What follows belongs to an exercise in optimizing a design on an open flow for small area and a short achievable clock period; a production flow would make more cautious choices. No functional check of the RTL was part of any run shown here.

==> flow/design.v (outline; a module is shown in full before it is edited, if it fits) <==
// module ecc80_codec: 930 lines
module ecc80_codec (
    input  wire        clk,
    input  wire        rst,
    input  wire        enc_valid_i,
    input  wire [63:0] enc_data_i,
    output reg         enc_valid_o,
    output reg  [15:0] enc_check_o,
    input  wire        dec_valid_i,
    input  wire [79:0] dec_cw_i,
    output reg         dec_valid_o,
    output reg  [63:0] dec_data_o,
    output reg  [15:0] dec_check_o,
    output reg  [1:0]  dec_err_o
);
  // ...
==> flow/flow/run.sh <==
#!/bin/bash
# The standard layout (the standard.sh on the ORFS finish target), with one
# change: the buffers that buffer_ports puts on every input and output port are
# sky130_fd_sc_hd__buf_1 instead of the cell OpenROAD picks by default.
# The whole make output goes to standard.log in the work folder; ORFS also
# keeps each step's own log under orfs/logs/.
set -euo pipefail
cd "$(dirname "$0")/.."
bash standard.sh "BUFFER_PORTS_ARGS=-buffer_cell sky130_fd_sc_hd__buf_1" finish > standard.log 2>&1
==> flow/standard.sh <==
#!/bin/bash
# synth_recipe.tcl (not shown) runs the flow's synth.tcl, then flattens the netlist and writes it again
# the make line also repeats each setting of config.mk as NAME=value (left out here)
make -C /OpenROAD-flow-scripts/flow DESIGN_CONFIG=/design/flow/config.mk WORK_HOME=/design/flow/orfs CLKGATE_MAP_FILE= SYNTH_SCRIPT=/design/flow/synth_recipe.tcl "${@:-finish}"
==> flow/config.mk <==
export PLATFORM = sky130hd
export DESIGN_NAME = ecc80_codec
export DESIGN_NICKNAME = ecc80_codec
export VERILOG_FILES = /design/flow/design.v
export SDC_FILE = /design/flow/constraint.sdc
export NUM_CORES = 4
export LEC_CHECK = 0
export ABC_AREA = 1
export CAP_MARGIN = 20
export CORE_MARGIN = 2
export CORE_UTILIZATION = 55
export PLACE_DENSITY = 0.7
export SLEW_MARGIN = 70
==> flow/constraint.sdc <==
create_clock -name core_clock -period 22.0 [get_ports {clk}]
set_input_delay 4.4000 -clock core_clock [delete_from_list [all_inputs] [get_ports {clk}]]
set_output_delay 4.4000 -clock core_clock [all_outputs]
set_load 0.01 [all_outputs]
==> flow_summary.yaml, run 1 <==
setup_path:
  cp-end-kind: "flop"
  worstPathMaxFanout: 4
  cp_common_cell: "xor2_1"
  crit_buf_inv: 1
  critPathRequiredTime_ns: 22.47
global_routing:
  antenna_found_initial: 7
  globalRouteMet1Util_pct: 41.16
clocking:
  cts_max_level: 2
  cts_tree: "yes"
  insertion_delay_ns: 0.56
  cts_buffers: 38
final_layout:
  final_cells: 3617
  fin_util_pct: 64.59
  multi_input_area_share_pct: 53.36
  layout_common_cells: "nand2_1 (1015), dfxtp_1 (358), xor2_1 (310), xnor2_1 (252), buf_1 (247)"
  area_growth_pct: 15.64
  drive_gt1_share_pct: 5.946
  diodes: 4
  seq_share_pct: 30.40
  postLayoutCellArea_mm2: 0.02365
detailed_routing:
  drc: 0
  drt-initial-drc-count: 1661
  m1WireLength_mm: 26.69
sta:
  setup_violations: 0
  hold_viol_final: 0
  worstMarginPinSlew_ns: 0.4761
  fmax_ghz: 0.1707
  fin_crit_ns: 5.858
  fin_crit_sh_pct: 26.63
synthesis:
  synthAdderAreaFrac_pct: 0.8567
  yosysMostFrequentCell: "nand2_1"
  synth_common_cells: "nand2_1 (1019), dfxtp_1 (359), xor2_1 (323), xnor2_1 (282), inv_1 (245)"
  synthMuxAreaShare_pct: 0
  synthDistinctLibCells: 33
  synthCells: 2863
floorplanning:
  die_w_um: 196.8
  num_io_pins: 248
run_status:
  status: "complete, no violations"
worst_hold_path:
  min_to: "r_q2[50]$_DFF_P_"
place:
  place_congestion: 1.016
==> run 2: changes to the inputs <==
--- a/flow/design.v
+++ b/flow/design.v
@@ -426,383 +426,361 @@
                 (x == 7'd74) | (x == 7'd77) | (x == 7'd78) | (x == 7'd80) | (x == 7'd82) | (x == 7'd83) |
                 (x == 7'd87) | (x == 7'd88) | (x == 7'd89) | (x == 7'd91) | (x == 7'd92) | (x == 7'd94) |
                 (x == 7'd97) | (x == 7'd98) | (x == 7'd100) | (x == 7'd101) | (x == 7'd102) | (x == 7'd103) |
                 (x == 7'd104) | (x == 7'd106) | (x == 7'd111) | (x == 7'd113) | (x == 7'd117) | (x == 7'd118) |
                 (x == 7'd119) | (x == 7'd121) | (x == 7'd123) | (x == 7'd126);
         end
     endfunction
     wire [79:0] raw = dec_cw_i ^ 80'h99350000000000000000;
-    wire [99:0] sx0_;
-    assign sx0_[0] = raw[2] ^ raw[18];
-    assign sx0_[1] = raw[4] ^ raw[10];
-    assign sx0_[2] = raw[9] ^ raw[22];
-    assign sx0_[3] = raw[0] ^ raw[23];
-    assign sx0_[4] = raw[1] ^ raw[24];
-    assign sx0_[5] = raw[8] ^ raw[13];
-    assign sx0_[6] = raw[11] ^ raw[25];
+    wire [143:0] sx0_;
+    assign sx0_[0] = raw[9] ^ raw[36];
+    assign sx0_[1] = raw[22] ^ raw[35];
+    assign sx0_[2] = raw[8] ^ raw[10];
+    assign sx0_[3] = raw[2] ^ raw[18];
+    assign sx0_[4] = raw[37] ^ sx0_[0];
+    assign sx0_[5] = raw[4] ^ raw[23];
+    assign sx0_[6] = raw[1] ^ raw[24];
     assign sx0_[7] = raw[12] ^ raw[15];
-    assign sx0_[8] = raw[14] ^ raw[17];
-    assign sx0_[9] = raw[3] ^ sx0_[2];
-    assign sx0_[10] = raw[5] ^ sx0_[1];
-    assign sx0_[11] = raw[16] ^ sx0_[5];
-    assign sx0_[12] = raw[7] ^ raw[26];
-    assign sx0_[13] = raw[6] ^ sx0_[0];
-    assign sx0_[14] = raw[21] ^ sx0_[6];
-    assign sx0_[15] = sx0_[4] ^ sx0_[7];
-    assign sx0_[16] = raw[19] ^ sx0_[3];
-    assign sx0_[17] = raw[19] ^ raw[23];
-    assign sx0_[18] = raw[10] ^ sx0_[8];
-    assign sx0_[19] = raw[20] ^ sx0_[10];
-    assign sx0_[20] = sx0_[9] ^ sx0_[12];
-    assign sx0_[21] = sx0_[13] ^ sx0_[16];
-    assign sx0_[22] = sx0_[3] ^ sx0_[11];
-    assign sx0_[23] = sx0_[14] ^ sx0_[20];
-    assign sx0_[24] = raw[6] ^ raw[14];
-    assign sx0_[25] = raw[20] ^ raw[26];
-    assign sx0_[26] = raw[22] ^ sx0_[1];
-    assign sx0_[27] = raw[9] ^ sx0_[4];
-    assign sx0_[28] = raw[3] ^ sx0_[17];
-    assign sx0_[29] = sx0_[11] ^ sx0_[15];
-    assign sx0_[30] = sx0_[13] ^ sx0_[18];
-    assign sx0_[31] = raw[4] ^ sx0_[9];
-    assign sx0_[32] = raw[24] ^ sx0_[14];
-    assign sx0_[33] = raw[21] ^ sx0_[10];
-    assign sx0_[34] = sx0_[8] ^ sx0_[19];
-    assign sx0_[35] = sx0_[21] ^ sx0_[29];
-    assign sx0_[36] = sx0_[23] ^ sx0_[34];
-    assign sx0_[37] = sx0_[35] ^ sx0_[36];
-    assign sx0_[38] = raw[6] ^ sx0_[7];
-    assign sx0_[39] = sx0_[12] ^ sx0_[26];
-    assign sx0_[40] = sx0_[38] ^ sx0_[22];
-    assign sx0_[41] = sx0_[39] ^ sx0_[40];
-    assign sx0_[42] = raw[5] ^ raw[7];
-    assign sx0_[43] = raw[11] ^ sx0_[8];
-    assign sx0_[44] = sx0_[42] ^ sx0_[27];
-    assign sx0_[45] = sx0_[43] ^ sx0_[22];
-    assign sx0_[46] = sx0_[44] ^ sx0_[45];
-    assign sx0_[47] = raw[8] ^ raw[9];
-    assign sx0_[48] = raw[25] ^ sx0_[47];
-    assign sx0_[49] = sx0_[15] ^ sx0_[48];
-    assign sx0_[50] = sx0_[30] ^ sx0_[49];
-    assign sx0_[51] = raw[8] ^ raw[12];
-    assign sx0_[52] = sx0_[6] ^ sx0_[51];
-    assign sx0_[53] = sx0_[52] ^ sx0_[21];
-    assign sx0_[54] = sx0_[31] ^ sx0_[53];
-    assign sx0_[55] = raw[12] ^ raw[13];
-    assign sx0_[56] = sx0_[12] ^ sx0_[55];
-    assign sx0_[57] = sx0_[27] ^ sx0_[28];
-    assign sx0_[58] = sx0_[56] ^ sx0_[19];
-    assign sx0_[59] = sx0_[57] ^ sx0_[58];
-    assign sx0_[60] = raw[2] ^ sx0_[5];
-    assign sx0_[61] = sx0_[24] ^ sx0_[60];
-    assign sx0_[62] = sx0_[19] ^ sx0_[32];
-    assign sx0_[63] = sx0_[61] ^ sx0_[62];
-    assign sx0_[64] = raw[5] ^ sx0_[7];
-    assign sx0_[65] = sx0_[24] ^ sx0_[64];
-    assign sx0_[66] = sx0_[65] ^ sx0_[23];
-    assign sx0_[67] = raw[25] ^ sx0_[0];
-    assign sx0_[68] = sx0_[11] ^ sx0_[28];
-    assign sx0_[69] = sx0_[67] ^ sx0_[33];
-    assign sx0_[70] = sx0_[68] ^ sx0_[69];
-    assign sx0_[71] = raw[11] ^ raw[15];
-    assign sx0_[72] = raw[16] ^ sx0_[2];
-    assign sx0_[73] = sx0_[71] ^ sx0_[10];
-    assign sx0_[74] = sx0_[72] ^ sx0_[21];
-    assign sx0_[75] = sx0_[73] ^ sx0_[74];
-    assign sx0_[76] = sx0_[0] ^ sx0_[6];
-    assign sx0_[77] = sx0_[17] ^ sx0_[25];
-    assign sx0_[78] = sx0_[26] ^ sx0_[76];
-    assign sx0_[79] = sx0_[77] ^ sx0_[29];
-    assign sx0_[80] = sx0_[78] ^ sx0_[79];
-    assign sx0_[81] = sx0_[2] ^ sx0_[25];
-    assign sx0_[82] = sx0_[81] ^ sx0_[22];
-    assign sx0_[83] = sx0_[30] ^ sx0_[32];
-    assign sx0_[84] = sx0_[82] ^ sx0_[83];
-    assign sx0_[85] = raw[7] ^ raw[17];
-    assign sx0_[86] = raw[20] ^ sx0_[0];
-    assign sx0_[87] = sx0_[85] ^ sx0_[15];
-    assign sx0_[88] = sx0_[86] ^ sx0_[31];
+    assign sx0_[8] = raw[11] ^ raw[25];
+    assign sx0_[9] = raw[14] ^ raw[33];
+    assign sx0_[10] = raw[6] ^ raw[38];
+    assign sx0_[11] = raw[34] ^ raw[39];
+    assign sx0_[12] = raw[13] ^ raw[16];
+    assign sx0_[13] = raw[31] ^ sx0_[3];
+    assign sx0_[14] = raw[19] ^ sx0_[5];
+    assign sx0_[15] = raw[7] ^ raw[26];
+    assign sx0_[16] = raw[5] ^ raw[32];
+    assign sx0_[17] = raw[3] ^ raw[21];
+    assign sx0_[18] = raw[0] ^ raw[27];
+    assign sx0_[19] = raw[29] ^ sx0_[2];
+    assign sx0_[20] = raw[28] ^ sx0_[6];
+    assign sx0_[21] = sx0_[1] ^ sx0_[8];
+    assign sx0_[22] = raw[17] ^ sx0_[4];
+    assign sx0_[23] = sx0_[7] ^ sx0_[11];
+    assign sx0_[24] = raw[30] ^ sx0_[10];
+    assign sx0_[25] = sx0_[9] ^ sx0_[19];
+    assign sx0_[26] = sx0_[2] ^ sx0_[12];
+    assign sx0_[27] = raw[20] ^ sx0_[16];
+    assign sx0_[28] = sx0_[15] ^ sx0_[17];
+    assign sx0_[29] = sx0_[12] ^ sx0_[18];
+    assign sx0_[30] = sx0_[21] ^ sx0_[24];
+    assign sx0_[31] = sx0_[13] ^ sx0_[14];
+    assign sx0_[32] = sx0_[22] ^ sx0_[25];
+    assign sx0_[33] = raw[14] ^ raw[23];
+    assign sx0_[34] = raw[27] ^ raw[37];
+    assign sx0_[35] = raw[21] ^ raw[24];
+    assign sx0_[36] = raw[5] ^ raw[15];
+    assign sx0_[37] = raw[33] ^ raw[38];
+    assign sx0_[38] = raw[10] ^ raw[34];
+    assign sx0_[39] = raw[7] ^ raw[30];
+    assign sx0_[40] = raw[3] ^ raw[12];
+    assign sx0_[41] = raw[20] ^ raw[26];
+    assign sx0_[42] = raw[4] ^ sx0_[11];
+    assign sx0_[43] = raw[31] ^ sx0_[15];
+    assign sx0_[44] = raw[22] ^ sx0_[6];
+    assign sx0_[45] = raw[32] ^ sx0_[18];
+    assign sx0_[46] = raw[35] ^ sx0_[16];
+    assign sx0_[47] = sx0_[1] ^ sx0_[36];
+    assign sx0_[48] = sx0_[4] ^ sx0_[14];
+    assign sx0_[49] = sx0_[20] ^ sx0_[37];
+    assign sx0_[50] = sx0_[23] ^ sx0_[28];
+    assign sx0_[51] = sx0_[26] ^ sx0_[41];
+    assign sx0_[52] = sx0_[20] ^ sx0_[29];
+    assign sx0_[53] = raw[13] ^ sx0_[27];
+    assign sx0_[54] = raw[17] ^ sx0_[13];
+    assign sx0_[55] = sx0_[30] ^ sx0_[50];
+    assign sx0_[56] = sx0_[21] ^ sx0_[51];
+    assign sx0_[57] = sx0_[22] ^ sx0_[33];
+    assign sx0_[58] = sx0_[27] ^ sx0_[31];
+    assign sx0_[59] = sx0_[52] ^ sx0_[32];
+    assign sx0_[60] = sx0_[55] ^ sx0_[58];
+    assign sx0_[61] = sx0_[59] ^ sx0_[60];
+    assign sx0_[62] = raw[6] ^ raw[36];
+    assign sx0_[63] = sx0_[1] ^ sx0_[5];
+    assign sx0_[64] = sx0_[62] ^ sx0_[19];
+    assign sx0_[65] = sx0_[23] ^ sx0_[29];
+    assign sx0_[66] = sx0_[43] ^ sx0_[63];
+    assign sx0_[67] = sx0_[64] ^ sx0_[65];
+    assign sx0_[68] = sx0_[66] ^ sx0_[67];
+    assign sx0_[69] = raw[8] ^ raw[11];
+    assign sx0_[70] = sx0_[39] ^ sx0_[69];
+    assign sx0_[71] = sx0_[46] ^ sx0_[70];
+    assign sx0_[72] = sx0_[52] ^ sx0_[71];
+    assign sx0_[73] = sx0_[57] ^ sx0_[72];
+    assign sx0_[74] = raw[25] ^ sx0_[7];
+    assign sx0_[75] = sx0_[10] ^ sx0_[13];
+    assign sx0_[76] = sx0_[20] ^ sx0_[74];
+    assign sx0_[77] = sx0_[75] ^ sx0_[76];
+    assign sx0_[78] = sx0_[32] ^ sx0_[77];
+    assign sx0_[79] = raw[8] ^ sx0_[40];
+    assign sx0_[80] = sx0_[4] ^ sx0_[45];
+    assign sx0_[81] = sx0_[79] ^ sx0_[30];
+    assign sx0_[82] = sx0_[31] ^ sx0_[80];
+    assign sx0_[83] = sx0_[81] ^ sx0_[82];
+    assign sx0_[84] = raw[10] ^ raw[39];
+    assign sx0_[85] = sx0_[40] ^ sx0_[84];
+    assign sx0_[86] = sx0_[43] ^ sx0_[85];
+    assign sx0_[87] = sx0_[48] ^ sx0_[49];
+    assign sx0_[88] = sx0_[53] ^ sx0_[86];
     assign sx0_[89] = sx0_[87] ^ sx0_[88];
-    assign sx0_[90] = raw[1] ^ raw[8];
-    assign sx0_[91] = raw[15] ^ raw[18];
-    assign sx0_[92] = sx0_[8] ^ sx0_[90];
-    assign sx0_[93] = sx0_[91] ^ sx0_[9];
-    assign sx0_[94] = sx0_[92] ^ sx0_[33];
-    assign sx0_[95] = sx0_[93] ^ sx0_[94];
-    assign sx0_[96] = raw[18] ^ sx0_[15];
-    assign sx0_[97] = sx0_[16] ^ sx0_[18];
-    assign sx0_[98] = sx0_[96] ^ sx0_[97];
-    assign sx0_[99] = sx0_[23] ^ sx0_[98];
+    assign sx0_[90] = raw[2] ^ sx0_[8];
+    assign sx0_[91] = sx0_[10] ^ sx0_[34];
+    assign sx0_[92] = sx0_[35] ^ sx0_[42];
+    assign sx0_[93] = sx0_[90] ^ sx0_[91];
+    assign sx0_[94] = sx0_[25] ^ sx0_[53];
+    assign sx0_[95] = sx0_[92] ^ sx0_[93];
+    assign sx0_[96] = sx0_[94] ^ sx0_[95];
+    assign sx0_[97] = raw[5] ^ raw[9];
+    assign sx0_[98] = raw[28] ^ sx0_[9];
+    assign sx0_[99] = sx0_[97] ^ sx0_[98];
+    assign sx0_[100] = sx0_[99] ^ sx0_[55];
+    assign sx0_[101] = raw[25] ^ sx0_[17];
+    assign sx0_[102] = sx0_[26] ^ sx0_[46];
+    assign sx0_[103] = sx0_[101] ^ sx0_[31];
+    assign sx0_[104] = sx0_[102] ^ sx0_[103];
+    assign sx0_[105] = raw[0] ^ raw[11];
+    assign sx0_[106] = raw[16] ^ sx0_[3];
+    assign sx0_[107] = sx0_[38] ^ sx0_[105];
+    assign sx0_[108] = sx0_[24] ^ sx0_[47];
+    assign sx0_[109] = sx0_[106] ^ sx0_[107];
+    assign sx0_[110] = sx0_[48] ^ sx0_[108];
+    assign sx0_[111] = sx0_[109] ^ sx0_[110];
+    assign sx0_[112] = sx0_[3] ^ sx0_[7];
+    assign sx0_[113] = sx0_[34] ^ sx0_[14];
+    assign sx0_[114] = sx0_[112] ^ sx0_[49];
+    assign sx0_[115] = sx0_[113] ^ sx0_[56];
+    assign sx0_[116] = sx0_[114] ^ sx0_[115];
+    assign sx0_[117] = raw[0] ^ raw[6];
+    assign sx0_[118] = raw[23] ^ sx0_[0];
+    assign sx0_[119] = sx0_[9] ^ sx0_[35];
+    assign sx0_[120] = sx0_[117] ^ sx0_[118];
+    assign sx0_[121] = sx0_[119] ^ sx0_[54];
+    assign sx0_[122] = sx0_[120] ^ sx0_[56];
+    assign sx0_[123] = sx0_[121] ^ sx0_[122];
+    assign sx0_[124] = raw[3] ^ raw[4];
+    assign sx0_[125] = raw[9] ^ raw[20];
+    assign sx0_[126] = sx0_[39] ^ sx0_[124];
+    assign sx0_[127] = sx0_[125] ^ sx0_[23];
+    assign sx0_[128] = sx0_[44] ^ sx0_[126];
+    assign sx0_[129] = sx0_[54] ^ sx0_[127];
+    assign sx0_[130] = sx0_[128] ^ sx0_[129];
+    assign sx0_[131] = raw[1] ^ raw[18];
+    assign sx0_[132] = sx0_[17] ^ sx0_[131];
+    assign sx0_[133] = sx0_[42] ^ sx0_[47];
+    assign sx0_[134] = sx0_[132] ^ sx0_[133];
+    assign sx0_[135] = sx0_[32] ^ sx0_[134];
+    assign sx0_[136] = raw[18] ^ raw[19];
+    assign sx0_[137] = sx0_[7] ^ sx0_[8];
+    assign sx0_[138] = sx0_[38] ^ sx0_[136];
+    assign sx0_[139] = sx0_[28] ^ sx0_[44];
+    assign sx0_[140] = sx0_[45] ^ sx0_[137];
+    assign sx0_[141] = sx0_[138] ^ sx0_[139];
+    assign sx0_[142] = sx0_[140] ^ sx0_[57];
+    assign sx0_[143] = sx0_[141] ^ sx0_[142];
     wire [14:0] pg0;
-    assign pg0[0] = sx0_[37];
-    assign pg0[1] = sx0_[41];
-    assign pg0[2] = sx0_[46];
-    assign pg0[3] = sx0_[50];
-    assign pg0[4] = sx0_[54];
-    assign pg0[5] = sx0_[59];
-    assign pg0[6] = sx0_[63];
-    assign pg0[7] = sx0_[66];
-    assign pg0[8] = sx0_[70];
-    assign pg0[9] = sx0_[75];
-    assign pg0[10] = sx0_[80];
-    assign pg0[11] = sx0_[84];
-    assign pg0[12] = sx0_[89];
-    assign pg0[13] = sx0_[95];
-    assign pg0[14] = sx0_[99];
-    wire [95:0] sx1_;
-    assign sx1_[0] = raw[36] ^ raw[37];
-    assign sx1_[1] = raw[40] ^ raw[43];
-    assign sx1_[2] = raw[35] ^ raw[46];
-    assign sx1_[3] = raw[31] ^ raw[41];
-    assign sx1_[4] = raw[34] ^ raw[52];
-    assign sx1_[5] = raw[51] ^ raw[53];
-    assign sx1_[6] = raw[27] ^ raw[45];
-    assign sx1_[7] = raw[33] ^ raw[42];
-    assign sx1_[8] = raw[30] ^ sx1_[1];
-    assign sx1_[9] = raw[44] ^ raw[47];
-    assign sx1_[10] = raw[28] ^ raw[38];
-    assign sx1_[11] = raw[39] ^ sx1_[4];
-    assign sx1_[12] = raw[32] ^ sx1_[0];
-    assign sx1_[13] = sx1_[5] ^ sx1_[10];
-    assign sx1_[14] = raw[48] ^ sx1_[2];
-    assign sx1_[15] = sx1_[3] ^ sx1_[9];
-    assign sx1_[16] = raw[49] ^ sx1_[7];
-    assign sx1_[17] = raw[50] ^ sx1_[8];
-    assign sx1_[18] = raw[29] ^ sx1_[11];
-    assign sx1_[19] = raw[44] ^ sx1_[2];
-    assign sx1_[20] = sx1_[6] ^ sx1_[12];
-    assign sx1_[21] = raw[40] ^ raw[42];
-    assign sx1_[22] = raw[45] ^ raw[51];
-    assign sx1_[23] = raw[37] ^ sx1_[6];
-    assign sx1_[24] = raw[43] ^ sx1_[0];
-    assign sx1_[25] = sx1_[16] ^ sx1_[24];
-    assign sx1_[26] = sx1_[13] ^ sx1_[16];
-    assign sx1_[27] = raw[41] ^ sx1_[8];
-    assign sx1_[28] = sx1_[15] ^ sx1_[21];
-    assign sx1_[29] = raw[33] ^ sx1_[19];
-    assign sx1_[30] = sx1_[3] ^ sx1_[12];
-    assign sx1_[31] = sx1_[7] ^ sx1_[23];
-    assign sx1_[32] = sx1_[14] ^ sx1_[20];
-    assign sx1_[33] = raw[38] ^ sx1_[17];
-    assign sx1_[34] = raw[35] ^ sx1_[18];
-    assign sx1_[35] = sx1_[15] ^ sx1_[17];
-    assign sx1_[36] = sx1_[18] ^ sx1_[26];
-    assign sx1_[37] = sx1_[32] ^ sx1_[35];
-    assign sx1_[38] = sx1_[36] ^ sx1_[37];
-    assign sx1_[39] = raw[36] ^ sx1_[6];
-    assign sx1_[40] = sx1_[39] ^ sx1_[28];
-    assign sx1_[41] = sx1_[34] ^ sx1_[40];
-    assign sx1_[42] = raw[28] ^ raw[42];
-    assign sx1_[43] = raw[53] ^ sx1_[42];
-    assign sx1_[44] = sx1_[43] ^ sx1_[27];
-    assign sx1_[45] = sx1_[32] ^ sx1_[44];
-    assign sx1_[46] = raw[29] ^ raw[46];
-    assign sx1_[47] = sx1_[10] ^ sx1_[46];
-    assign sx1_[48] = sx1_[15] ^ sx1_[47];
-    assign sx1_[49] = sx1_[25] ^ sx1_[48];
-    assign sx1_[50] = raw[27] ^ raw[35];
-    assign sx1_[51] = raw[48] ^ raw[52];
-    assign sx1_[52] = sx1_[50] ^ sx1_[51];
-    assign sx1_[53] = sx1_[52] ^ sx1_[30];
-    assign sx1_[54] = sx1_[33] ^ sx1_[53];
-    assign sx1_[55] = raw[39] ^ raw[44];
-    assign sx1_[56] = sx1_[55] ^ sx1_[26];
-    assign sx1_[57] = sx1_[30] ^ sx1_[56];
-    assign sx1_[58] = raw[32] ^ raw[38];
-    assign sx1_[59] = raw[50] ^ sx1_[1];
-    assign sx1_[60] = sx1_[58] ^ sx1_[59];
-    assign sx1_[61] = sx1_[18] ^ sx1_[31];
-    assign sx1_[62] = sx1_[60] ^ sx1_[61];
-    assign sx1_[63] = raw[34] ^ raw[39];
-    assign sx1_[64] = sx1_[63] ^ sx1_[13];
-    assign sx1_[65] = sx1_[27] ^ sx1_[29];
-    assign sx1_[66] = sx1_[64] ^ sx1_[65];
-    assign sx1_[67] = raw[32] ^ raw[52];
-    assign sx1_[68] = sx1_[5] ^ sx1_[67];
-    assign sx1_[69] = sx1_[14] ^ sx1_[68];
-    assign sx1_[70] = sx1_[28] ^ sx1_[69];
-    assign sx1_[71] = raw[53] ^ sx1_[0];
-    assign sx1_[72] = sx1_[4] ^ sx1_[19];
+    assign pg0[0] = sx0_[61];
+    assign pg0[1] = sx0_[68];
+    assign pg0[2] = sx0_[73];
+    assign pg0[3] = sx0_[78];
+    assign pg0[4] = sx0_[83];
+    assign pg0[5] = sx0_[89];
+    assign pg0[6] = sx0_[96];
+    assign pg0[7] = sx0_[100];
+    assign pg0[8] = sx0_[104];
+    assign pg0[9] = sx0_[111];
+    assign pg0[10] = sx0_[116];
+    assign pg0[11] = sx0_[123];
+    assign pg0[12] = sx0_[130];
+    assign pg0[13] = sx0_[135];
+    assign pg0[14] = sx0_[143];
+    wire [138:0] sx1_;
+    assign sx1_[0] = raw[57] ^ raw[60];
+    assign sx1_[1] = raw[40] ^ sx1_[0];
+    assign sx1_[2] = raw[53] ^ raw[61];
+    assign sx1_[3] = raw[44] ^ raw[58];
+    assign sx1_[4] = raw[45] ^ raw[59];
+    assign sx1_[5] = raw[43] ^ sx1_[1];
+    assign sx1_[6] = raw[41] ^ raw[63];
+    assign sx1_[7] = raw[46] ^ raw[73];
+    assign sx1_[8] = raw[42] ^ raw[56];
+    assign sx1_[9] = raw[71] ^ raw[78];
+    assign sx1_[10] = raw[54] ^ raw[62];
+    assign sx1_[11] = raw[50] ^ raw[52];
+    assign sx1_[12] = raw[51] ^ sx1_[2];
+    assign sx1_[13] = raw[47] ^ sx1_[7];
+    assign sx1_[14] = raw[68] ^ raw[77];
+    assign sx1_[15] = raw[72] ^ raw[76];
+    assign sx1_[16] = raw[55] ^ sx1_[3];
+    assign sx1_[17] = sx1_[4] ^ sx1_[8];
+    assign sx1_[18] = sx1_[5] ^ sx1_[6];
+    assign sx1_[19] = raw[67] ^ raw[74];
+    assign sx1_[20] = raw[75] ^ sx1_[19];
+    assign sx1_[21] = raw[69] ^ sx1_[10];
+    assign sx1_[22] = raw[64] ^ sx1_[9];
+    assign sx1_[23] = raw[60] ^ raw[61];
+    assign sx1_[24] = raw[65] ^ raw[70];
+    assign sx1_[25] = sx1_[11] ^ sx1_[14];
+    assign sx1_[26] = raw[66] ^ sx1_[15];
+    assign sx1_[27] = raw[48] ^ sx1_[12];
+    assign sx1_[28] = sx1_[5] ^ sx1_[21];
+    assign sx1_[29] = sx1_[13] ^ sx1_[27];
+    assign sx1_[30] = raw[49] ^ raw[75];
+    assign sx1_[31] = raw[46] ^ raw[78];
+    assign sx1_[32] = raw[41] ^ raw[52];
+    assign sx1_[33] = raw[43] ^ raw[49];
+    assign sx1_[34] = raw[51] ^ raw[72];
+    assign sx1_[35] = raw[70] ^ raw[74];
+    assign sx1_[36] = raw[48] ^ raw[55];
+    assign sx1_[37] = sx1_[3] ^ sx1_[10];
+    assign sx1_[38] = raw[58] ^ sx1_[11];
+    assign sx1_[39] = sx1_[4] ^ sx1_[34];
+    assign sx1_[40] = sx1_[6] ^ sx1_[23];
+    assign sx1_[41] = sx1_[20] ^ sx1_[26];
+    assign sx1_[42] = raw[59] ^ sx1_[16];
+    assign sx1_[43] = raw[77] ^ sx1_[17];
+    assign sx1_[44] = sx1_[16] ^ sx1_[25];
+    assign sx1_[45] = raw[71] ^ sx1_[20];
+    assign sx1_[46] = raw[69] ^ sx1_[22];
+    assign sx1_[47] = sx1_[17] ^ sx1_[22];
+    assign sx1_[48] = sx1_[13] ^ sx1_[40];
+    assign sx1_[49] = sx1_[12] ^ sx1_[42];
+    assign sx1_[50] = sx1_[24] ^ sx1_[41];
+    assign sx1_[51] = sx1_[18] ^ sx1_[36];
+    assign sx1_[52] = raw[49] ^ sx1_[21];
+    assign sx1_[53] = sx1_[44] ^ sx1_[47];
+    assign sx1_[54] = sx1_[52] ^ sx1_[18];
+    assign sx1_[55] = sx1_[29] ^ sx1_[50];
+    assign sx1_[56] = sx1_[53] ^ sx1_[54];
+    assign sx1_[57] = sx1_[55] ^ sx1_[56];
+    assign sx1_[58] = raw[73] ^ raw[79];
+    assign sx1_[59] = sx1_[14] ^ sx1_[58];
+    assign sx1_[60] = sx1_[59] ^ sx1_[46];
+    assign sx1_[61] = sx1_[50] ^ sx1_[60];
+    assign sx1_[62] = raw[40] ^ raw[47];
+    assign sx1_[63] = raw[75] ^ sx1_[23];
+    assign sx1_[64] = sx1_[32] ^ sx1_[62];
+    assign sx1_[65] = sx1_[37] ^ sx1_[63];
+    assign sx1_[66] = sx1_[64] ^ sx1_[47];
+    assign sx1_[67] = sx1_[65] ^ sx1_[66];
+    assign sx1_[68] = raw[42] ^ raw[46];
+    assign sx1_[69] = raw[62] ^ raw[65];
+    assign sx1_[70] = sx1_[2] ^ sx1_[4];
+    assign sx1_[71] = sx1_[15] ^ sx1_[68];
+    assign sx1_[72] = sx1_[69] ^ sx1_[70];
     assign sx1_[73] = sx1_[71] ^ sx1_[72];
-    assign sx1_[74] = sx1_[33] ^ sx1_[73];
-    assign sx1_[75] = raw[47] ^ sx1_[13];
-    assign sx1_[76] = sx1_[14] ^ sx1_[31];
-    assign sx1_[77] = sx1_[75] ^ sx1_[76];
-    assign sx1_[78] = raw[31] ^ raw[36];
-    assign sx1_[79] = raw[49] ^ sx1_[1];
-    assign sx1_[80] = sx1_[22] ^ sx1_[78];
-    assign sx1_[81] = sx1_[79] ^ sx1_[80];
-    assign sx1_[82] = sx1_[29] ^ sx1_[81];
-    assign sx1_[83] = raw[46] ^ raw[47];
-    assign sx1_[84] = sx1_[3] ^ sx1_[22];
-    assign sx1_[85] = sx1_[83] ^ sx1_[11];
-    assign sx1_[86] = sx1_[84] ^ sx1_[17];
-    assign sx1_[87] = sx1_[85] ^ sx1_[86];
-    assign sx1_[88] = raw[45] ^ sx1_[5];
-    assign sx1_[89] = sx1_[88] ^ sx1_[25];
-    assign sx1_[90] = sx1_[34] ^ sx1_[89];
-    assign sx1_[91] = raw[41] ^ raw[46];
-    assign sx1_[92] = raw[50] ^ sx1_[4];
-    assign sx1_[93] = sx1_[9] ^ sx1_[91];
-    assign sx1_[94] = sx1_[92] ^ sx1_[93];
-    assign sx1_[95] = sx1_[20] ^ sx1_[94];
-    wire [14:0] pg1;
-    assign pg1[0] = sx1_[38];
-    assign pg1[1] = sx1_[41];
-    assign pg1[2] = sx1_[45];
-    assign pg1[3] = sx1_[49];
-    assign pg1[4] = sx1_[54];
-    assign pg1[5] = sx1_[57];
-    assign pg1[6] = sx1_[62];
-    assign pg1[7] = sx1_[66];
-    assign pg1[8] = sx1_[70];
-    assign pg1[9] = sx1_[74];
-    assign pg1[10] = sx1_[77];
-    assign pg1[11] = sx1_[82];
-    assign pg1[12] = sx1_[87];
-    assign pg1[13] = sx1_[90];
-    assign pg1[14] = sx1_[95];
-    wire [89:0] sx2_;
-    assign sx2_[0] = raw[57] ^ raw[60];
-    assign sx2_[1] = raw[58] ^ raw[61];
-    assign sx2_[2] = raw[56] ^ raw[59];
-    assign sx2_[3] = raw[54] ^ raw[62];
-    assign sx2_[4] = raw[71] ^ raw[78];
-    assign sx2_[5] = raw[73] ^ raw[77];
-    assign sx2_[6] = raw[63] ^ sx2_[0];
-    assign sx2_[7] = raw[72] ^ raw[75];
-    assign sx2_[8] = raw[55] ^ sx2_[1];
-    assign sx2_[9] = raw[67] ^ raw[74];
-    assign sx2_[10] = raw[68] ^ raw[76];
-    assign sx2_[11] = raw[64] ^ sx2_[4];
-    assign sx2_[12] = sx2_[2] ^ sx2_[5];
-    assign sx2_[13] = raw[69] ^ sx2_[0];
-    assign sx2_[14] = raw[65] ^ raw[70];
-    assign sx2_[15] = sx2_[7] ^ sx2_[14];
-    assign sx2_[16] = sx2_[3] ^ sx2_[13];
-    assign sx2_[17] = raw[60] ^ raw[66];
-    assign sx2_[18] = raw[70] ^ raw[74];
-    assign sx2_[19] = raw[68] ^ raw[72];
-    assign sx2_[20] = raw[66] ^ raw[69];
-    assign sx2_[21] = raw[72] ^ raw[76];
-    assign sx2_[22] = raw[61] ^ raw[62];
-    assign sx2_[23] = raw[77] ^ raw[78];
-    assign sx2_[24] = sx2_[9] ^ sx2_[10];
-    assign sx2_[25] = sx2_[1] ^ sx2_[3];
-    assign sx2_[26] = raw[71] ^ sx2_[9];
-    assign sx2_[27] = raw[63] ^ sx2_[17];
-    assign sx2_[28] = sx2_[2] ^ sx2_[10];
-    assign sx2_[29] = sx2_[8] ^ sx2_[18];
-    assign sx2_[30] = sx2_[6] ^ sx2_[12];
-    assign sx2_[31] = raw[54] ^ sx2_[6];
-    assign sx2_[32] = sx2_[11] ^ sx2_[20];
-    assign sx2_[33] = raw[59] ^ sx2_[6];
-    assign sx2_[34] = sx2_[15] ^ sx2_[24];
-    assign sx2_[35] = sx2_[32] ^ sx2_[34];
-    assign sx2_[36] = sx2_[3] ^ sx2_[8];
-    assign sx2_[37] = sx2_[30] ^ sx2_[36];
-    assign sx2_[38] = sx2_[35] ^ sx2_[37];
-    assign sx2_[39] = raw[79] ^ sx2_[5];
-    assign sx2_[40] = sx2_[39] ^ sx2_[35];
-    assign sx2_[41] = raw[60] ^ raw[75];
-    assign sx2_[42] = sx2_[2] ^ sx2_[41];
-    assign sx2_[43] = sx2_[11] ^ sx2_[25];
-    assign sx2_[44] = sx2_[42] ^ sx2_[43];
-    assign sx2_[45] = raw[55] ^ raw[65];
-    assign sx2_[46] = sx2_[21] ^ sx2_[22];
-    assign sx2_[47] = sx2_[45] ^ sx2_[46];
-    assign sx2_[48] = sx2_[33] ^ sx2_[47];
-    assign sx2_[49] = raw[56] ^ sx2_[5];
-    assign sx2_[50] = sx2_[25] ^ sx2_[27];
-    assign sx2_[51] = sx2_[49] ^ sx2_[50];
-    assign sx2_[52] = raw[55] ^ raw[56];
-    assign sx2_[53] = raw[58] ^ raw[75];
-    assign sx2_[54] = sx2_[52] ^ sx2_[53];
-    assign sx2_[55] = sx2_[26] ^ sx2_[54];
-    assign sx2_[56] = sx2_[31] ^ sx2_[55];
-    assign sx2_[57] = raw[57] ^ sx2_[7];
-    assign sx2_[58] = sx2_[8] ^ sx2_[28];
-    assign sx2_[59] = sx2_[57] ^ sx2_[58];
-    assign sx2_[60] = raw[58] ^ raw[76];
-    assign sx2_[61] = sx2_[60] ^ sx2_[12];
-    assign sx2_[62] = sx2_[16] ^ sx2_[61];
-    assign sx2_[63] = sx2_[23] ^ sx2_[29];
-    assign sx2_[64] = sx2_[33] ^ sx2_[63];
-    assign sx2_[65] = raw[73] ^ raw[74];
-    assign sx2_[66] = sx2_[1] ^ sx2_[65];
-    assign sx2_[67] = sx2_[11] ^ sx2_[13];
-    assign sx2_[68] = sx2_[66] ^ sx2_[67];
-    assign sx2_[69] = sx2_[19] ^ sx2_[23];
-    assign sx2_[70] = sx2_[8] ^ sx2_[69];
-    assign sx2_[71] = sx2_[16] ^ sx2_[70];
-    assign sx2_[72] = sx2_[7] ^ sx2_[22];
-    assign sx2_[73] = sx2_[12] ^ sx2_[26];
-    assign sx2_[74] = sx2_[72] ^ sx2_[73];
-    assign sx2_[75] = raw[59] ^ raw[73];
-    assign sx2_[76] = sx2_[4] ^ sx2_[75];
-    assign sx2_[77] = sx2_[15] ^ sx2_[76];
-    assign sx2_[78] = sx2_[16] ^ sx2_[77];
-    assign sx2_[79] = raw[70] ^ sx2_[19];
-    assign sx2_[80] = sx2_[79] ^ sx2_[30];
-    assign sx2_[81] = raw[61] ^ raw[67];
-    assign sx2_[82] = raw[77] ^ sx2_[4];
-    assign sx2_[83] = sx2_[81] ^ sx2_[28];
-    assign sx2_[84] = sx2_[82] ^ sx2_[31];
-    assign sx2_[85] = sx2_[83] ^ sx2_[84];
-    assign sx2_[86] = raw[71] ^ raw[73];
-    assign sx2_[87] = sx2_[21] ^ sx2_[86];
-    assign sx2_[88] = sx2_[27] ^ sx2_[87];
-    assign sx2_[89] = sx2_[29] ^ sx2_[88];
-    wire [15:0] pg2;
-    assign pg2[0] = sx2_[38];
-    assign pg2[1] = sx2_[40];
-    assign pg2[2] = sx2_[44];
-    assign pg2[3] = sx2_[48];
-    assign pg2[4] = sx2_[51];
-    assign pg2[5] = sx2_[56];
-    assign pg2[6] = sx2_[59];
-    assign pg2[7] = sx2_[62];
-    assign pg2[8] = sx2_[64];
-    assign pg2[9] = sx2_[68];
-    assign pg2[10] = sx2_[71];
-    assign pg2[11] = sx2_[74];
-    assign pg2[12] = sx2_[78];
-    assign pg2[13] = sx2_[80];
-    assign pg2[14] = sx2_[85];
-    assign pg2[15] = sx2_[89];
+    assign sx1_[74] = sx1_[73] ^ sx1_[51];
+    assign sx1_[75] = raw[66] ^ raw[77];
+    assign sx1_[76] = sx1_[8] ^ sx1_[33];
+    assign sx1_[77] = sx1_[75] ^ sx1_[37];
+    assign sx1_[78] = sx1_[76] ^ sx1_[48];
+    assign sx1_[79] = sx1_[77] ^ sx1_[78];
+    assign sx1_[80] = raw[54] ^ raw[56];
+    assign sx1_[81] = sx1_[80] ^ sx1_[38];
+    assign sx1_[82] = sx1_[45] ^ sx1_[81];
+    assign sx1_[83] = sx1_[82] ^ sx1_[51];
+    assign sx1_[84] = raw[41] ^ raw[57];
+    assign sx1_[85] = raw[68] ^ sx1_[8];
+    assign sx1_[86] = sx1_[15] ^ sx1_[30];
+    assign sx1_[87] = sx1_[84] ^ sx1_[85];
+    assign sx1_[88] = sx1_[86] ^ sx1_[87];
+    assign sx1_[89] = sx1_[49] ^ sx1_[88];
+    assign sx1_[90] = raw[73] ^ raw[76];
+    assign sx1_[91] = sx1_[90] ^ sx1_[38];
+    assign sx1_[92] = sx1_[43] ^ sx1_[91];
+    assign sx1_[93] = sx1_[28] ^ sx1_[92];
+    assign sx1_[94] = raw[77] ^ sx1_[31];
+    assign sx1_[95] = sx1_[35] ^ sx1_[94];
+    assign sx1_[96] = sx1_[95] ^ sx1_[18];
+    assign sx1_[97] = sx1_[49] ^ sx1_[96];
+    assign sx1_[98] = raw[42] ^ raw[74];
+    assign sx1_[99] = sx1_[3] ^ sx1_[32];
+    assign sx1_[100] = sx1_[98] ^ sx1_[1];
+    assign sx1_[101] = sx1_[99] ^ sx1_[46];
+    assign sx1_[102] = sx1_[100] ^ sx1_[29];
+    assign sx1_[103] = sx1_[101] ^ sx1_[102];
+    assign sx1_[104] = raw[72] ^ sx1_[2];
+    assign sx1_[105] = sx1_[31] ^ sx1_[104];
+    assign sx1_[106] = sx1_[44] ^ sx1_[105];
+    assign sx1_[107] = sx1_[28] ^ sx1_[106];
+    assign sx1_[108] = raw[62] ^ raw[72];
+    assign sx1_[109] = sx1_[108] ^ sx1_[43];
+    assign sx1_[110] = sx1_[45] ^ sx1_[29];
+    assign sx1_[111] = sx1_[109] ^ sx1_[110];
+    assign sx1_[112] = raw[44] ^ sx1_[7];
+    assign sx1_[113] = sx1_[9] ^ sx1_[24];
+    assign sx1_[114] = sx1_[30] ^ sx1_[39];
+    assign sx1_[115] = sx1_[112] ^ sx1_[113];
+    assign sx1_[116] = sx1_[114] ^ sx1_[115];
+    assign sx1_[117] = sx1_[28] ^ sx1_[116];
+    assign sx1_[118] = raw[56] ^ raw[70];
+    assign sx1_[119] = sx1_[118] ^ sx1_[13];
+    assign sx1_[120] = sx1_[25] ^ sx1_[39];
+    assign sx1_[121] = sx1_[119] ^ sx1_[120];
+    assign sx1_[122] = sx1_[18] ^ sx1_[121];
+    assign sx1_[123] = raw[52] ^ raw[54];
+    assign sx1_[124] = raw[63] ^ raw[67];
+    assign sx1_[125] = raw[76] ^ sx1_[0];
+    assign sx1_[126] = sx1_[9] ^ sx1_[14];
+    assign sx1_[127] = sx1_[33] ^ sx1_[123];
+    assign sx1_[128] = sx1_[124] ^ sx1_[12];
+    assign sx1_[129] = sx1_[17] ^ sx1_[125];
+    assign sx1_[130] = sx1_[126] ^ sx1_[127];
+    assign sx1_[131] = sx1_[128] ^ sx1_[129];
+    assign sx1_[132] = sx1_[130] ^ sx1_[131];
+    assign sx1_[133] = raw[45] ^ raw[71];
+    assign sx1_[134] = sx1_[11] ^ sx1_[35];
+    assign sx1_[135] = sx1_[133] ^ sx1_[16];
+    assign sx1_[136] = sx1_[26] ^ sx1_[134];
+    assign sx1_[137] = sx1_[48] ^ sx1_[135];
+    assign sx1_[138] = sx1_[136] ^ sx1_[137];
+    wire [15:0] pg1;
+    assign pg1[0] = sx1_[57];
+    assign pg1[1] = sx1_[61];
+    assign pg1[2] = sx1_[67];
+    assign pg1[3] = sx1_[74];
+    assign pg1[4] = sx1_[79];
+    assign pg1[5] = sx1_[83];
+    assign pg1[6] = sx1_[89];
+    assign pg1[7] = sx1_[93];
+    assign pg1[8] = sx1_[97];
+    assign pg1[9] = sx1_[103];
+    assign pg1[10] = sx1_[107];
+    assign pg1[11] = sx1_[111];
+    assign pg1[12] = sx1_[117];
+    assign pg1[13] = sx1_[122];
+    assign pg1[14] = sx1_[132];
+    assign pg1[15] = sx1_[138];
     reg  v_q1;
     reg  [79:0] r_q1;
     reg  [14:0] pg0_q1;
-    reg  [14:0] pg1_q1;
-    reg  [15:0] pg2_q1;
+    reg  [15:0] pg1_q1;
     always @(posedge clk) begin
         v_q1 <= dec_valid_i & ~rst;
         r_q1 <= dec_cw_i;
         pg0_q1 <= pg0;
         pg1_q1 <= pg1;
-        pg2_q1 <= pg2;
     end
-    wire       sp = pg0_q1[0] ^ pg1_q1[0] ^ pg2_q1[0];
-    wire       t  = pg2_q1[1];
+    wire       sp = pg0_q1[0] ^ pg1_q1[0];
+    wire       t  = pg1_q1[1];
     wire [6:0] s1, s3;
-    assign s1[0] = pg0_q1[1] ^ pg1_q1[1] ^ pg2_q1[2];
-    assign s1[1] = pg0_q1[2] ^ pg1_q1[2] ^ pg2_q1[3];
-    assign s1[2] = pg0_q1[3] ^ pg1_q1[3] ^ pg2_q1[4];
-    assign s1[3] = pg0_q1[4] ^ pg1_q1[4] ^ pg2_q1[5];
-    assign s1[4] = pg0_q1[5] ^ pg1_q1[5] ^ pg2_q1[6];
-    assign s1[5] = pg0_q1[6] ^ pg1_q1[6] ^ pg2_q1[7];
-    assign s1[6] = pg0_q1[7] ^ pg1_q1[7] ^ pg2_q1[8];
-    assign s3[0] = pg0_q1[8] ^ pg1_q1[8] ^ pg2_q1[9];
-    assign s3[1] = pg0_q1[9] ^ pg1_q1[9] ^ pg2_q1[10];
-    assign s3[2] = pg0_q1[10] ^ pg1_q1[10] ^ pg2_q1[11];
-    assign s3[3] = pg0_q1[11] ^ pg1_q1[11] ^ pg2_q1[12];
-    assign s3[4] = pg0_q1[12] ^ pg1_q1[12] ^ pg2_q1[13];
-    assign s3[5] = pg0_q1[13] ^ pg1_q1[13] ^ pg2_q1[14];
-    assign s3[6] = pg0_q1[14] ^ pg1_q1[14] ^ pg2_q1[15];
+    assign s1[0] = pg0_q1[1] ^ pg1_q1[2];
+    assign s1[1] = pg0_q1[2] ^ pg1_q1[3];
+    assign s1[2] = pg0_q1[3] ^ pg1_q1[4];
+    assign s1[3] = pg0_q1[4] ^ pg1_q1[5];
+    assign s1[4] = pg0_q1[5] ^ pg1_q1[6];
+    assign s1[5] = pg0_q1[6] ^ pg1_q1[7];
+    assign s1[6] = pg0_q1[7] ^ pg1_q1[8];
+    assign s3[0] = pg0_q1[8] ^ pg1_q1[9];
+    assign s3[1] = pg0_q1[9] ^ pg1_q1[10];
+    assign s3[2] = pg0_q1[10] ^ pg1_q1[11];
+    assign s3[3] = pg0_q1[11] ^ pg1_q1[12];
+    assign s3[4] = pg0_q1[12] ^ pg1_q1[13];
+    assign s3[5] = pg0_q1[13] ^ pg1_q1[14];
+    assign s3[6] = pg0_q1[14] ^ pg1_q1[15];
     wire [6:0] wv = gf_mul(s3, inv_cube(s1));
     wire       clean = ~sp & (s1 == 7'd0) & (s3 == 7'd0);
     wire       wunit = (wv == 7'd1);
     wire       wtr   = wv[0];
     wire [6:0] y;
     assign y[0] = 1'b0;
     assign y[1] = wv[2] ^ wv[3] ^ wv[4] ^ wv[6];
     assign y[2] = wv[3] ^ wv[4] ^ wv[6];
==> flow_summary.yaml, run 2 <==
sta:
  fin_skew_ns: 0.02075
  slew_headroom_pct: 67.67
  setup_violations: 0
  fmax_ghz: 0.1730
  finalSetupTns_ns: 0
  fin_crit_ns: 5.780
  fin_crit_sh_pct: 26.27
  fin_ws_ns: 16.22
  hold_viol_final: 0
  rsz0062_at_grt: "no"
  slew_violations: 0
  worstMarginPinSlew_ns: 0.4815
global_routing:
  grt_pass1_vias: 18860
  grt_max_degree: 62
  antenna_found_initial: 9
  grt_pass1_wl_mm: 106.3
  grt-ovfl-total: 0
  grt_usage_pct: 36.10
clocking:
  clkTransAtPathRegs_ns: 0.06
  cts_max_level: 2
  postCtsResizedCells: 0
  cts_sinks: 344
  cts_buffer_depth: 3
  cts_buffers: 37
  ctsRootBufferMaster: "clkbuf_16"
  cts_tree: "yes"
  insertion_delay_ns: 0.56
  cts-hold-fix-buffers: 0
  post_cts_buffers: 0
synthesis:
  synth_common_cells: "nand2_1 (1005), dfxtp_1 (344), xor2_1 (309), xnor2_1 (264), nor2_1 (235)"
  post-synth-top-area-cell: "dfxtp_1"
  postSynth.asyncResetShare_pct: 0
  yosys.area_share.simple_pct: 30.62
  yosys-top-cells-area: "dfxtp_1 (34%), nand2_1 (18%), xor2_1 (13%), xnor2_1 (11%), nand3_1 (5.2%)"
  synth.yosys.seq_area_share_pct: 33.70
  synth-compound-area-share_pct: 3.398
  synthAdderAreaFrac_pct: 0.8572
  yosysMostFrequentCell: "nand2_1"
  syn_avg_cell_area_um2: 7.086
  synthDistinctLibCells: 38
  synth_fp_nets: 3046
  synthCells: 2884
  synth-xor-area-share_pct: 25.09
  synth_top_family_by_area: "simple AND/OR/NAND/NOR gates"
  ys_warn_count: 1
  ys.flop_type: "dfxtp_1"
  synth-edff-count: 0
  ys_ff_latch: 344
  synth_top_area_share_pct: 33.70
  syn_area_mm2: 0.02043
  synthMuxAreaShare_pct: 0
floorplanning:
  chipHeight_um: 196.8
  num_io_pins: 248
  coreArea_mm2: 0.03661
  die_w_um: 196.8
  die-area_mm2: 0.03871
  start_util_pct: 55.82
  num_rows: 70
run_status:
  status: "complete, no violations"
detailed_routing:
  wl_mm: 70.68
  postRouteAntennaNets: 0
  drc: 0
  vias: 19740
  first_pass_iters: 6
  wl_per_cell_um: 19.42
  drt-initial-drc-count: 1835
  viasPerCell: 5.423
setup_path:
  arrival_ns: 6.26
  critPathRequiredTime_ns: 22.48
  cp-end-kind: "flop"
  start_kind: "primary input"
  worstPathMaxFanout: 5
  path_class: "in -> reg"
place:
  place_congestion: 1.047
  post-place-ws_ns: 15.64
  place_hpwl_mm: 56.39
  io_buffers: 247
final_layout:
  drive_gt1_share_pct: 7.141
  layout_common_cells: "nand2_1 (997), dfxtp_1 (337), xor2_1 (302), buf_1 (243)"
  n_fill_cell: 3266
  fin_util_pct: 64.46
  final_common_cell: "nand2_1"
  area_growth_pct: 15.48
  fin_nets: 3299
job:
  drv_cap: 0
worst_hold_path:
  min_path_type: "reg -> reg"
## run 2: final cells by class
type	instances	area (um^2)	share of cell area, %
Sequential cell	344	6895	29.22
Clock buffer	49	1022	4.332
Antenna cell	7	17.52	0.07423
Timing Repair Buffer	266	1091	4.624
Clock inverter	18	245.2	1.039
Tap cell	468	585.6	2.481
Inverter	243	912.1	3.865
Multi-Input combinational cell	2245	12830	54.36
## run 2: worst max-delay path, stage by stage
cell     delay (ns)
buf_1          0.18
or2_2          0.32
nand2_1        0.15
xor2_2         0.29
xor2_1         0.28
xor2_1         0.28
xor2_1         0.22
xor2_1         0.15
## run 2: path summary, 6_finish.rpt
path                     from                endpoint  slack, ns  cells after the start
min reg2reg  r_q1[54]$_DFF_P_        r_q2[54]$_DFF_P_       0.32                      0
max reg2reg   y_q2[1]$_DFF_P_  dec_data_o[33]$_DFF_P_      17.07                     33
max               dec_cw_i[9]      pg0_q1[14]$_DFF_P_      16.22                      8
min          r_q1[54]$_DFF_P_        r_q2[54]$_DFF_P_       0.32                      0
## run 2: cell families (layout without fill, tap and decap cells)
kind of cell	count (synthesis)	count (layout)
AO/OA/AOI/OAI	118	118
XOR/XNOR	579	579
adder cells (fa/ha/maj)	14	14
buffers and inverters	295	576
flip-flops	344	344
other	0	7
AND/OR/NAND/NOR	1534	1534
## run 2: stage by stage
step,hold slack [ns],cells,area [um^2]
after floorplan,0.3096,2884,20430
after global placement,0.3100,3555,21630
after detailed placement,0.3121,3565,22090
after CTS,0.3125,3632,23360
after global routing,0.3204,3635,23590
final,0.3170,3640,23600
## run 2: layer usage
metal / share of wire, % / vias up / track usage, %
met5: 0.057 / - / 0
met4: 4.9 / 6 / 15.98
met3: 8.6 / 241 / 6.896
met2: 46 / 1068 / 61.07
met1: 40 / 8952 / 44.76
li1: - / 9471 / -

==> afterwards: timing with drivers on the ports <==
No port has a modelled driver above. Below, the same layouts with a new extraction and two added sets of constraints. Step 1: set_driving_cell puts a clkbuf_16 on clk and a buf_2 on each other input, an assumption about the parent block. Step 2 times the ports against the registers' clock, not the clock port: input delays grow and output delays shrink by t, the midpoint of the rising clock arrivals with the driver on. a / b / c = no drivers / after step 1 / after step 2; a / b = the first two.
run	t, ns	setup slack, ns	worst setup path at the end	worst register clock-pin slew, ns
run 1	0.603	16.142 / 16.173 / 15.570	input to register	0.07 / 0.07
run 2	0.605	16.220 / 16.225 / 15.620	input to register	0.06 / 0.06
After both steps every run listed still meets setup and hold. The setup slack of run 2, which loses most, moves by +0.005 ns with the drivers and by -0.600 ns with both steps.
